This is an optimization exercise on Yosys and OpenROAD, whose aim is small area, not a production implementation.
The RTL was checked by simulation tests, not by an equivalence proof against the original design.
Power and IR drop assume default switching activity.

==> run a: inputs <==
## flt_chain
module flt_chain (
    input  wire         clk,
    input  wire         rst,
    input  wire         in_valid,
    input  wire         in_restart,    
    input  wire         in_apply,      
    input  wire         in_g,
    input  wire [19:0]  in_value,
    input  wire [1:0]   cfg_rank,
    input  wire [2:0]   cfg_k,
    input  wire [1:0]   cfg_form,
    input  wire [4:0]   cfg_ntap,
    input  wire [4:0]   cfg_ref,
    input  wire [2:0]   cfg_dec,
    input  wire [287:0] cfg_coef,      
    input  wire [1:0]   cfg_dir,
    input  wire [19:0]  cfg_level,
    input  wire [18:0]  cfg_hyst,
    output reg          out_valid,
    output reg          out_g,
    output reg  [19:0]  out_value,
    output reg          out_blank,
    output reg          ev_valid,
    output reg          ev_falling,
    output reg  [31:0]  event_count,
    output reg  [31:0]  clip_count,
    output reg          sticky_clip,
    output reg          sticky_badset
);
    localparam [19:0] SAT = 20'h7FFFF;
    function [20:0] add21;
        input [20:0] a, b;
        input        ci;
        integer i;
        reg c;
        begin
            c = ci;
            for (i = 0; i < 21; i = i + 1) begin
                add21[i] = a[i] ^ b[i] ^ c;
                c = (a[i] & b[i]) | (c & (a[i] ^ b[i]));
            end
        end
    endfunction
    function [24:0] add25;
        input [24:0] a, b;
        integer i;
        reg c;
        begin
            c = 1'b0;
            for (i = 0; i < 25; i = i + 1) begin
                add25[i] = a[i] ^ b[i] ^ c;
                c = (a[i] & b[i]) | (c & (a[i] ^ b[i]));
            end
        end
  ...
clock: 25.0 ns
lec_check: 0
abc_area: 1
cap_margin: 15
core_margin: 2
core_utilization: 45
cts_buf_list: sky130_fd_sc_hd__clkbuf_4 sky130_fd_sc_hd__clkbuf_8
slew_margin: 15
standard.sh (not shown) runs the stock make flow with config.mk's settings and CLKGATE_MAP_FILE= SYNTH_SCRIPT=/design/flow/synth_recipe.tcl, a recipe that flattens the netlist after the stock synthesis.
==> flow/flow/run.sh <==
#!/bin/bash
# The standard layout (standard.sh: ORFS synthesis to final layout) with the
# port buffers that global placement adds made of the smallest buffer cell
# instead of the cell buffer_ports picks by itself.  make's full output goes
# to flow_make.log here; ORFS keeps each step's log under orfs/logs/.
set -euo pipefail
export BUFFER_PORTS_ARGS="-buffer_cell sky130_fd_sc_hd__buf_1"
bash standard.sh finish > flow_make.log 2>&1
==> inputs of run b, as changes to run a <==
==> flow/flow/run.sh (replaced) <==
#!/bin/bash
# The standard layout (standard.sh), with two changes:
#  - synthesis is synth_recipe.tcl run through flow/synth_wrap.tcl, which only
#    swaps the ABC mapping script for flow/abc_area2.script;
#  - the port buffers that global placement adds use the smallest buffer
#    cell instead of the cell buffer_ports picks by itself.
# make's full output goes to flow_make.log here; ORFS keeps each step's log
# under orfs/logs/.
set -euo pipefail
export FLOW_WORK="$PWD"
export BUFFER_PORTS_ARGS="-buffer_cell sky130_fd_sc_hd__buf_1"
sed "s#SYNTH_SCRIPT=[^ ]*#SYNTH_SCRIPT=$PWD/flow/synth_wrap.tcl#" standard.sh > my_standard.sh
grep -q "SYNTH_SCRIPT=$PWD/flow/synth_wrap.tcl" my_standard.sh
bash my_standard.sh finish > flow_make.log 2>&1
==> flow/flow/abc_area2.script (new file) <==
strash
dc2
dch -f
amap
strash
dch -f
amap
topo
stime -c
buffer -c
upsize -c
dnsize -c
==> flow/flow/synth_wrap.tcl (new file) <==
# The standard synthesis (synth_recipe.tcl) with one change: the ABC
# technology mapping runs flow/abc_area2.script, an area-oriented script
# (two rounds of dc2/dch/amap, then buffering and sizing), in place of the
# script ORFS picks.  Registers are mapped before ABC runs and are the same.
proc abc {args} {
  set i [lsearch $args -script]
  if {$i >= 0} {
    set args [lreplace $args $i [expr {$i + 1}] -script $::env(FLOW_WORK)/flow/abc_area2.script]
  }
  yosys abc {*}$args
}
source $::env(FLOW_WORK)/synth_recipe.tcl
==> results by group <==
Floorplan
  • Initial core utilization: 0.4528

Place
  • Dpl cells: 12660

Global routing
  • Met2 Use GR: 0.5713
  • Vias in the first global route: 77790
  • Met1 Track Usage GR: 0.4898

Power and ir drop
  • Internal: 5.285 mW
  • Comb pwr: 3.91 mW
  • Total power: 8.901 mW

Yosys
  • Multiplexer share of the synthesized area: 0.0003238
  • Yosys top cell area share: 0.2613

Finish
  • Final-layout clock buffer total: 320
  • P&R area growth vs syn: 11.91%
  • N_diodes: 23
  • Clk tree area frac: 0.04867
  • Non-clk bufs: 850

Routing
  • Met3 wire length: 47910 um

Worst setup path
  • Worst path required time: 25.96 ns

Outcome
  • Status: no timing/DRC/antenna violations
The numbers above come from run a.

==> results by group <==
Finish
  • Clk tree area frac: 0.04962
  • Final-layout clock buffer total: 318
  • Non-clk bufs: 841
  • P&R area growth vs syn: 11.99%

Yosys
  • Multiplexer share of the synthesized area: 0

Power and ir drop
  • Total power: 8.739 mW
  • Internal: 5.353 mW

Global routing
  • Met2 Use GR: 0.5523

Outcome
  • Status: no timing/DRC/antenna violations

Worst setup path
  • Worst path required time: 25.90 ns

Routing
  • Met3 wire length: 53140 um
The numbers above come from run b.

## what the ideal ports hide
Ports are ideal in the flow. The routed layouts listed here were re-timed in OpenROAD.
Step 1 assumes that a clkbuf_16 drives the clock port and a buf_2 every other input.
Step 2 moves the port delays by t, midway between the first and last clock arrival at a register: inputs arrive t later, outputs are due t later. That takes back most of the time a late clock gives input paths.
Slacks: no drivers / after step 1 / after step 2; pairs: no drivers / after step 1.
run | t, ns | setup slack, ns | latest minus earliest clock arrival (ns)
run a | 1.143 | 0.572 / 0.572 / 0.572 | 0.153 / 0.153
run b | 1.069 | 0.551 / 0.551 / 0.551 | 0.096 / 0.096
After both steps setup and hold are still met in every run listed.
